Background: an optimization exercise with open tools, aiming at small area, a short achievable clock period and few clock cycles. Do not read the settings as production practice. The RTL of this run was laid out without a check of its function. No activity file was given, so power comes from the tool's default toggle rates.

**flow/config.mk**
```make
export PLATFORM = sky130hd
export DESIGN_NAME = hist_peak_placer
export DESIGN_NICKNAME = hist_peak_placer
export VERILOG_FILES = /design/flow/design.v
export SDC_FILE = /design/flow/constraint.sdc
export NUM_CORES = 4
export LEC_CHECK = 0
export ABC_AREA = 1
export CAP_MARGIN = 20
export CORE_MARGIN = 2
export CORE_UTILIZATION = 40
export SLEW_MARGIN = 20
```
**flow/constraint.sdc**
```tcl
create_clock -name core_clock -period 30.0 [get_ports {clk}]
set_input_delay 6.0000 -clock core_clock [delete_from_list [all_inputs] [get_ports {clk}]]
set_output_delay 6.0000 -clock core_clock [all_outputs]
set_load 0.01 [all_outputs]
```
**flow/design.v**
```verilog
module hist_peak_placer (
    input  wire         clk,
    input  wire         rst,           
    input  wire         clear,         
    input  wire         upd_valid,     
    input  wire [10:0]  upd_bin,
    input  wire [17:0]  upd_count,
    input  wire         place_start,
    input  wire         bin_w,         
    input  wire [1:0]   fine,          
    input  wire [1:0]   tricks_m1,     
    input  wire [7:0]   place_min,
    input  wire [7:0]   ratio,
    input  wire [5:0]   shift,         
    input  wire [17:0]  total_open,
    input  wire [11:0]  gb,
    output wire [87:0]  cand_b,
    output wire [143:0] cand_cm,
    output wire [143:0] cand_c0,
    output wire [143:0] cand_cp,
    output reg          place_done,
    output reg  [2:0]   trick_cnt,
    output wire [87:0]  trick_t0       
);
    integer i;
    genvar  gi;
    function automatic lt32(input [31:0] a, input [31:0] b);
        reg [31:0] l, e;
        integer k, n;
        begin
            l = ~a & b;
            e = ~(a ^ b);
            for (n = 16; n >= 1; n = n / 2)
                for (k = 0; k < n; k = k + 1) begin
                    l[k] = l[2*k+1] | (e[2*k+1] & l[2*k]);
                    e[k] = e[2*k+1] & e[2*k];
                end
            lt32 = l[0];
        end
    endfunction
    reg [10:0] b_r  [0:7];
    reg [17:0] cm_r [0:7];
    reg [17:0] c0_r [0:7];
    reg [17:0] cp_r [0:7];
    reg [7:0]  vld;                 
    generate
        for (gi = 0; gi < 8; gi = gi + 1) begin : g_out
            assign cand_b [gi*11 +: 11] = b_r[gi];
            assign cand_cm[gi*18 +: 18] = cm_r[gi];
            assign cand_c0[gi*18 +: 18] = c0_r[gi];
            assign cand_cp[gi*18 +: 18] = cp_r[gi];
        end
    endgenerate
    reg        running;             
    reg [7:0]  pending;             
    reg [28:0] t1_k [0:3];
    reg [7:0]  t1_oh [0:3];
    reg        t1_v [0:3];
    reg [28:0] t2_k [0:1];
    reg [7:0]  t2_oh [0:1];
    reg        t2_v [0:1];
    reg [28:0] tr_k;
    reg [7:0]  tr_oh;
    reg        tr_v;
    reg        pk;
    always @* begin
        for (i = 0; i < 4; i = i + 1) begin
            pk = !(running ? pending[2*i] : 1'b1) ||
                 ((running ? pending[2*i+1] : 1'b1) &&
                  (lt32({3'd0, c0_r[2*i+1], ~b_r[2*i+1]}, {3'd0, c0_r[2*i], ~b_r[2*i]}) ^ running));
            t1_k[i]  = pk ? {c0_r[2*i+1], ~b_r[2*i+1]} : {c0_r[2*i], ~b_r[2*i]};
            t1_oh[i] = pk ? (8'd2 << (2*i)) : (8'd1 << (2*i));
            t1_v[i]  = running ? (pending[2*i] | pending[2*i+1]) : 1'b1;
        end
        for (i = 0; i < 2; i = i + 1) begin
            pk = !t1_v[2*i] || (t1_v[2*i+1] && (lt32({3'd0, t1_k[2*i+1]}, {3'd0, t1_k[2*i]}) ^ running));
            t2_k[i]  = pk ? t1_k[2*i+1]  : t1_k[2*i];
            t2_oh[i] = pk ? t1_oh[2*i+1] : t1_oh[2*i];
            t2_v[i]  = t1_v[2*i] | t1_v[2*i+1];
        end
        pk    = !t2_v[0] || (t2_v[1] && (lt32({3'd0, t2_k[1]}, {3'd0, t2_k[0]}) ^ running));
        tr_k  = pk ? t2_k[1]  : t2_k[0];
        tr_oh = pk ? t2_oh[1] : t2_oh[0];
        tr_v  = t2_v[0] | t2_v[1];
    end
    wire [17:0] tr_c0 = tr_k[28:11];
    wire [10:0] tr_b  = ~tr_k[10:0];
    wire        clr = rst | clear;
    wire        upd = upd_valid & ~clr;
    wire [10:0] x   = upd_bin;
    wire [17:0] c   = upd_count;
    wire [11:0] xm1 = {1'b0, x} - 12'd1;
    wire [11:0] xp1 = {1'b0, x} + 12'd1;
    wire [11:0] xm2 = {1'b0, x} - 12'd2;
    wire [11:0] xp2 = {1'b0, x} + 12'd2;
    reg [7:0]  hit_eq, hit_lo, hit_hi, hit_m2, le;
    always @* begin
        for (i = 0; i < 8; i = i + 1) begin
            hit_eq[i] = vld[i] && (b_r[i] == x);
            hit_lo[i] = vld[i] && ({1'b0, b_r[i]} == xm1);      
            hit_hi[i] = vld[i] && ({1'b0, b_r[i]} == xp1);      
            hit_m2[i] = vld[i] && ({1'b0, b_r[i]} == xm2 || {1'b0, b_r[i]} == xp2);
            le[i]     = !lt32({14'd0, c0_r[i]}, {14'd0, c});
        end
    end
    wire       any_eq = |hit_eq;
    wire       any_lo = |hit_lo;
    wire       any_hi = |hit_hi;
    wire       any_m2 = |hit_m2;
    wire       full   = vld[7];
    wire [7:0] free   = {vld[6:0], 1'b1} & ~vld;
    wire r1   = upd & any_eq;
    wire r2lo = upd & ~any_eq & |(hit_lo & le);
    wire r2hi = upd & ~any_eq & ~|(hit_lo & le) & |(hit_hi & le);
    wire r3lo = upd & ~any_eq & ~|((hit_lo | hit_hi) & le) & any_lo;
    wire r3hi = upd & ~any_eq & ~|((hit_lo | hit_hi) & le) & ~any_lo & any_hi;
    wire rest = upd & ~any_eq & ~any_lo & ~any_hi & ~any_m2;
    wire r5   = rest & ~full;
    wire r6   = rest & full & ~|(tr_oh & le);     
    wire [10:0] dat_b  = clr  ? 11'd0 : x;
    wire [17:0] dat_c0 = clr  ? 18'd0 : c;
    wire [17:0] dat_cm = r2hi ? c : 18'd0;
    wire [17:0] dat_cp = r2lo ? c : 18'd0;
    always @(posedge clk) begin
        for (i = 0; i < 8; i = i + 1) begin
            if (clr || (r3lo && hit_lo[i]) || (r3hi && hit_hi[i]) ||
                (r5 && free[i]) || (r6 && tr_oh[i]))
                b_r[i] <= dat_b;
            if (clr || (r1 && hit_eq[i]) || (r3lo && hit_lo[i]) || (r3hi && hit_hi[i]) ||
                (r5 && free[i]) || (r6 && tr_oh[i]))
                c0_r[i] <= dat_c0;
            if (clr || (r2hi && hit_hi[i]) || (r3lo && hit_lo[i]) || (r3hi && hit_hi[i]) ||
                (r5 && free[i]) || (r6 && tr_oh[i]))
                cm_r[i] <= (r3lo && hit_lo[i]) ? c0_r[i] : dat_cm;
            if (clr || (r2lo && hit_lo[i]) || (r3lo && hit_lo[i]) || (r3hi && hit_hi[i]) ||
                (r5 && free[i]) || (r6 && tr_oh[i]))
                cp_r[i] <= (r3hi && hit_hi[i]) ? c0_r[i] : dat_cp;
        end
        if (clr)
            vld <= 8'd0;
        else if (r5)
            vld <= vld | free;
    end
    localparam S_SEL = 2'd0, S_PREP = 2'd1, S_DIV = 2'd2;
    reg [1:0]  state;
    reg        fin;                 
    reg [1:0]  dcnt;
    reg [2:0]  placed;
    reg [16:0] t0_r [0:3];          
    reg [7:0]  sel_oh;
    reg [17:0] sel_c0;
    reg [10:0] sel_b;
    reg [19:0] div_s;               
    reg [19:0] div_r;               
    reg        div_n;               
    reg [7:0]  div_q;
    reg [29:0] mul_m;               
    reg [25:0] mul_p;               
    reg [1:0]  pcnt;
    reg        pdone;
    generate
        for (gi = 0; gi < 4; gi = gi + 1) begin : g_t0
            assign trick_t0[gi*22 +: 22] = {3'd0, t0_r[gi], 2'd0};
        end
    endgenerate
    reg [17:0] op_cm, op_cp;
    always @* begin
        op_cm = 18'd0;
        op_cp = 18'd0;
        for (i = 0; i < 8; i = i + 1) begin
            op_cm = op_cm | (cm_r[i] & {18{sel_oh[i]}});
            op_cp = op_cp | (cp_r[i] & {18{sel_oh[i]}});
        end
    end
    wire [19:0] op_s = op_cm + sel_c0 + op_cp;
    wire [19:0] op_a = {op_cp, 1'b0} + sel_c0;
    reg [20:0] dv_t;
    reg [19:0] dv_r;
    reg [1:0]  dv_q;
    always @* begin
        dv_t = {div_r, div_n};
        dv_q[1] = (dv_t >= {1'b0, div_s});
        if (dv_q[1]) dv_t = dv_t - {1'b0, div_s};
        dv_r = dv_t[19:0];
        dv_t = {dv_r, 1'b0};
        dv_q[0] = (dv_t >= {1'b0, div_s});
        if (dv_q[0]) dv_t = dv_t - {1'b0, div_s};
        dv_r = dv_t[19:0];
    end
    wire [8:0]  qr    = {1'b0, div_q} + 9'd1;                
    wire [6:0]  rr    = (qr[8:1] < 8'd32) ? 7'd0 :
                        (qr[8:1] > 8'd96) ? 7'd64 : (qr[7:1] - 7'd32);   
    wire [17:0] c64   = {1'b0, sel_b, 6'd0} + {11'd0, rr};   
    wire [19:0] ce    = bin_w ? {c64, 2'd0} : {1'b0, c64, 1'b0};
    wire [19:0] ce_fl = (fine == 2'd0) ? {ce[19:2], 2'd0} :
                        (fine == 2'd1) ? {ce[19:3], 3'd0} : {ce[19:4], 4'd0};
    wire [6:0]  kk    = {shift[5], shift} - 7'd32;           
    wire [20:0] koff  = (fine == 2'd0) ? {{12{kk[6]}}, kk, 2'd0} :
                        (fine == 2'd1) ? {{11{kk[6]}}, kk, 3'd0} :
                                         {{10{kk[6]}}, kk, 4'd0};
    wire [20:0] tt    = {1'b0, ce_fl} + koff;                 
    wire [19:0] tmax  = (bin_w ? 20'd524288 : 20'd262144) -
                        ((fine == 2'd0) ? 20'd256 : (fine == 2'd1) ? 20'd512 : 20'd1024);
    wire [19:0] t0n   = tt[20] ? 20'd0 : (tt[19:0] > tmax) ? tmax : tt[19:0];
    reg ovl;
    reg [19:0] dd;
    always @* begin
        ovl = 1'b0;
        for (i = 0; i < 4; i = i + 1) begin
            dd = t0n - {t0_r[i], 2'd0};
            if (i < placed) begin
                if (!dd[19]) begin
                    if ((fine == 2'd0) ? (dd[19:8] == 12'd0) :
                        (fine == 2'd1) ? (dd[19:9] == 11'd0) : (dd[19:10] == 10'd0))
                        ovl = 1'b1;
                end else begin
                    if ((fine == 2'd0) ? (&dd[19:8] && dd[7:0] != 8'd0) :
                        (fine == 2'd1) ? (&dd[19:9] && dd[8:0] != 9'd0) :
                                         (&dd[19:10] && dd[9:0] != 10'd0))
                        ovl = 1'b1;
                end
            end
        end
    end
    wire        qual_m  = ({mul_m, 4'd0} >= {8'd0, mul_p});   
    wire [2:0]  placed1 = placed + {2'd0, ~ovl};
    wire [2:0]  ntr     = {1'b0, tricks_m1} + 3'd1;
    wire        fin_end = fin && (!qual_m || placed1 == ntr);
    wire        sel_end = !tr_v || (tr_c0 < {10'd0, place_min});
    reg [2:0]  gb3;
    reg [1:0]  ra2;
    always @* begin
        case (dcnt)
            2'd0: gb3 = gb[11:9];
            2'd1: gb3 = gb[8:6];
            2'd2: gb3 = gb[5:3];
            default: gb3 = gb[2:0];
        endcase
        case (pcnt)
            2'd0: ra2 = ratio[7:6];
            2'd1: ra2 = ratio[5:4];
            2'd2: ra2 = ratio[3:2];
            default: ra2 = ratio[1:0];
        endcase
    end
    wire [20:0] pp_m = ({3'd0, sel_c0} & {21{gb3[0]}}) + ({2'd0, sel_c0, 1'b0} & {21{gb3[1]}}) +
                       ({1'd0, sel_c0, 2'b0} & {21{gb3[2]}});
    wire [19:0] pp_p = ({2'd0, total_open} & {20{ra2[0]}}) + ({1'd0, total_open, 1'b0} & {20{ra2[1]}});
    always @(posedge clk) begin
        if (rst) begin
            running    <= 1'b0;
            place_done <= 1'b0;
        end else begin
            place_done <= 1'b0;
            if (!running) begin
                if (place_start) begin
                    running <= 1'b1;
                    pending <= vld;
                    placed  <= 3'd0;
                    for (i = 0; i < 4; i = i + 1) t0_r[i] <= 17'd0;
                    state   <= S_SEL;
                    fin     <= 1'b0;
                    mul_p   <= 26'd0;
                    pcnt    <= 2'd0;
                    pdone   <= 1'b0;
                end
            end else begin
                if (!pdone) begin
                    mul_p <= {mul_p[23:0], 2'd0} + {6'd0, pp_p};
                    pcnt  <= pcnt + 2'd1;
                    if (pcnt == 2'd3) pdone <= 1'b1;
                end
                case (state)
                    S_SEL: begin
                        if (fin && qual_m && !ovl) begin
                            t0_r[placed] <= t0n[18:2];
                            placed       <= placed1;
                        end
                        fin <= 1'b0;
                        if (fin_end || sel_end) begin
                            running    <= 1'b0;
                            place_done <= 1'b1;
                            trick_cnt  <= (fin && qual_m) ? placed1 : placed;
                        end else begin
                            sel_oh  <= tr_oh;
                            sel_c0  <= tr_c0;
                            sel_b   <= tr_b;
                            pending <= pending & ~tr_oh;
                            dcnt    <= 2'd0;
                            state   <= S_PREP;
                        end
                    end
                    S_PREP: begin
                        div_s <= op_s;
                        div_r <= op_a[19:1];
                        div_n <= op_a[0];
                        div_q <= 8'd0;
                        mul_m <= {9'd0, pp_m};
                        dcnt  <= 2'd1;
                        state <= S_DIV;
                    end
                    default: begin    
                        div_r <= dv_r;
                        div_n <= 1'b0;
                        div_q <= {div_q[5:0], dv_q};
                        if (dcnt != 2'd0)
                            mul_m <= {mul_m[26:0], 3'd0} + {9'd0, pp_m};
                        dcnt  <= dcnt + 2'd1;
                        if (dcnt == 2'd0) begin
                            state <= S_SEL;
                            fin   <= 1'b1;
                        end
                    end
                endcase
            end
        end
    end
endmodule
```
**flow/run.sh**
```bash
#!/bin/bash
# synth_recipe.tcl (not shown) runs the flow's synth.tcl, then flattens the netlist and writes it again
# the make line also repeats each setting of config.mk as NAME=value (left out here)
make -C /OpenROAD-flow-scripts/flow DESIGN_CONFIG=/design/flow/config.mk WORK_HOME=/design/flow/orfs CLKGATE_MAP_FILE= SYNTH_SCRIPT=/design/flow/synth_recipe.tcl finish
```
==> results.txt <==
| Metric | This run |
|:---|:---|
| Worst slew pin tran | 1280 ps |
| Multiplexer share of the synthesized area | 0.0369% |
| Number of CTS-inserted buffers | 89 |
| Number of antenna violations at the first check in global routing | 16 |
| Combinational family with the most area after synthesis | simple AND/OR/NAND/NOR gates |
| Number of buffer cells added on primary ports | 682 |
| Post-synthesis sequential element count | 762 |
| Gate count after technology mapping | 6690 |
| Worst VDD drop | 0.0441 mV |
| Fraction of final layout cells with drive strength greater than 1 | 4.98% |
| Clock tree from TritonCTS | built |
| Area delta synth->final | 21.0% |
| Number of violations of the max-capacitance limit | 0 |
| Leakage power | 30.2 nW |
| Site row count | 139 |
| Routed via count | 55800 |
| Setup repair after global routing missed its margin | false |
| Number of fill cells in the layout | 13700 |
| Critical Path AT | 17910 ps |
| Number of post-CTS setup repair buffers | 0 |
| Final setup viols | 0 |
| Maximum net fanout on the critical path | 18 |
| Die X-Extent | 384 um |
| Proportion of synthesized chip area in sequential cells | 39.5% |
| Pwr per Cell Area | 58.5 nW/um^2 |
| Setup TNS | 0 ps |
| Maximum number of pins on one net before global-route repair | 60 |
| Critical path data required time | 30320 ps |
| Storage element area | 22800 um^2 |
| Final-report max-slew violation count | 0 |
| Commonest non-fill, non-tap cell in the layout | sky130_fd_sc_hd__nand2_1 |
| DRT Wirelength | 287000 um |
| Synth warn | 11 |
| DRC marker count from the first detailed-route iteration | 7328 |
| Area enclosed by the die boundary | 147000 um^2 |
| Nets | 8133 |
| Outcome | no timing/DRC/antenna violations |
| Cell area after synthesis | 57700 um^2 |
| Length of the first detailed-routing pass in iterations | 7 |
| Register clock-pin slew on the reported worst setup and hold paths | 60 ps |
| Complex-gate fraction of the synthesized area | 15.7% |
| Die outline height | 384 um |
| Count of flip-flops with a built-in enable after synthesis | 752 |
| Clock net sink count | 762 |
| Crit path capture type | register |
| Worst path setup slack after routing | 12410 ps |
| Post-synthesis share of cell area spent on xor and xnor gates | 5.73% |
| Relative slew slack | 14.2% |
| Most common cell type on the critical path | sky130_fd_sc_hd__nand2_1 |
| Clock skew | 51.4 ps |
| Post-cts repair resize count | 0 |
| Starting Density | 40.2% |
| Final Hold Viols | 0 |
| Area taken by multi-input logic gates | 30800 um^2 |
| Global-route total usage across every layer | 37.7% |
| Avg WL per Cell | 30.6 um |
| Largest stage delay on the critical path | 850 ps |
| Final GP Congestion | 1.02 |
| Wire length of the first global-routing pass | 392000 um |
| Distinct cell type count after synthesis | 76 |
| Adder and majority cell fraction of the synthesized area | 15.0% |
| Syn avg cell area | 8.62 um^2 |
| H-tree levels | 3 |
| Dominant synthesized flop cell | sky130_fd_sc_hd__edfxtp_1 |
| Half-perimeter wire length after placement | 229000 um |
| Achievable Freq | 56.9 MHz |
| Final Cycle Share | 58.6% |
| Core area | 143000 um^2 |
| Insertion delay of the later-clocked pin in the worst-skew pair | 740 ps |
| Commonest cells after routing, fill and taps aside | sky130_fd_sc_hd__nand2_1, sky130_fd_sc_hd__inv_1, sky130_fd_sc_hd__edfxtp_1, sky130_fd_sc_hd__clkdlybuf4s50_1, sky130_fd_sc_hd__o21ai_0 |
| Hold-fix buffers at CTS | 0 |
| Post-route DRC violation count | 0 |
| Overflow left after global routing | 0 |
| Min-delay worst type | register to register |
| Io pins | 703 |
| Crit-path slowest cell | sky130_fd_sc_hd__nand2_1 |
| Type of the worst setup path | input pin to register |
| Vias in the first global route | 51900 |
| Sort of element at the start of the critical path | input pin |
| Basic-gate share of the synthesized area counting and, or, nand and nor cells | 16.6% |
| Clock Root Buffer | sky130_fd_sc_hd__clkbuf_16 |
| Post-synth ARST share | 0% |
| Vias per Instance | 5.96 |
| Clock buffer depth | 3 |
| Fin crit period | 17590 ps |
| Pre-CTS setup slack | 11550 ps |
| Antenna violation net count after detailed routing | 0 |
-- Yosys cell counts (100+ instances only) --
| master | number | area share (%) |
|---|---|---|
| sky130_fd_sc_hd__ha_1 | 615 | 13 |
| sky130_fd_sc_hd__inv_1 | 879 | 5.7 |
| sky130_fd_sc_hd__xnor2_1 | 100 | 1.5 |
| sky130_fd_sc_hd__nand2_1 | 1235 | 8.0 |
| sky130_fd_sc_hd__nand4_1 | 102 | 1.1 |
| sky130_fd_sc_hd__nor2_1 | 467 | 3.0 |
| sky130_fd_sc_hd__o21ai_0 | 628 | 5.5 |
| sky130_fd_sc_hd__edfxtp_1 | 752 | 39 |
| sky130_fd_sc_hd__nand3_1 | 230 | 2.0 |
| sky130_fd_sc_hd__a21oi_1 | 433 | 3.8 |
| sky130_fd_sc_hd__clkbuf_1 | 128 | 0.83 |
| sky130_fd_sc_hd__xor2_1 | 277 | 4.2 |
-- layout make-up --
class                   count  share of cell area [%]
multi-input cells        4853                    44.1
flip-flops and latches    762                    32.7
repair buffers            766                    10.7
inverters                 908                    4.89
well taps                1903                    3.41
clock buffers             106                    3.34
clock inverters            55                   0.863
diodes                     13                  0.0466
-- critical path: cells and delay by family --
family,cells,cell delay [ps]
AO/OA/AOI/OAI,19,3040
XOR/XNOR,2,350
adder cells (fa/ha/maj),3,1210
buffers and inverters,7,1720
AND/OR/NAND/NOR,23,5540
-- cell families after synthesis --
family | Yosys count
mux | 2
fa+ha+maj | 663
simple gates | 2228
xor+xnor | 377
buf+inv | 1101
other cells | 2
flops | 762
compound gates | 1555
-- flip-flops by register name (all words and copies together), names as in the netlist, 26 cells and up --
signal	count
mul_p	26
cm_r	144
cp_r	144
b_r	88
mul_m	30
t0_r	68
c0_r	144
-- metal layers --
layer / global-route usage (%) / routed length, um
met1: 51.2 / 116000
met2: 54.1 / 118000
met3: 12.6 / 38200
met4: 16.8 / 14600
met5: 0 / 13
-- metrics by stage --
step	hold WS, ps	power (W)	utilization [%]	cell area (um^2)	cells
final	599	0.00408	48.7	69800	9366
after global routing	622	0.00428	48.7	69700	9358
after floorplan	512	0.00233	-	57800	6716
after CTS	592	0.00403	48.6	69700	9350
after global placement	570	0.00289	46.6	66700	9188
after detailed placement	575	0.00292	46.6	66800	9189
-- report_power, final --
group          internal (W)  total, W  switching, W
Combinational      0.000530   0.00159       0.00105
Sequential          0.00127   0.00137      0.000105
Clock              0.000629   0.00112      0.000495
-- path summary, 6_finish.rpt --
path,endpoint,from,cells past startpoint,slack (ps)
worst max register to register,t0_r[1][11]$_SDFFCE_PN0P_,div_q[1]$_SDFFCE_PP0P_,69,16710
worst max-delay path,t0_r[1][11]$_SDFFCE_PN0P_,fine[1],54,12410
worst min-delay path,dcnt[1]$_DFFE_PP_,state[1]$_SDFFCE_PN0P_,2,600
worst min register to register,dcnt[1]$_DFFE_PP_,state[1]$_SDFFCE_PN0P_,2,600

[port drivers added, routing unchanged]
How much do the figures lean on ideal ports? The routed layout below was timed once more, with nothing changed but the port constraints. Step 1 assumes that a clkbuf_16 drives the clock port and a buf_2 every other input. Step 2, shift: input delay + t, output delay - t, t = (earliest + latest rising clock arrival at the registers) / 2. This alone moves slack from input paths to output paths. Three values: ideal, step 1, step 2; two values: the first two.
shift t [ns]: 0.802
setup WS [ns]: 12.414 / 12.447 / 11.645
worst slew at a driven data input, ns: 0.13
After both steps setup and hold are still met in this run. The setup slack of this run moves by +0.033 ns with the drivers and by -0.769 ns with both steps.
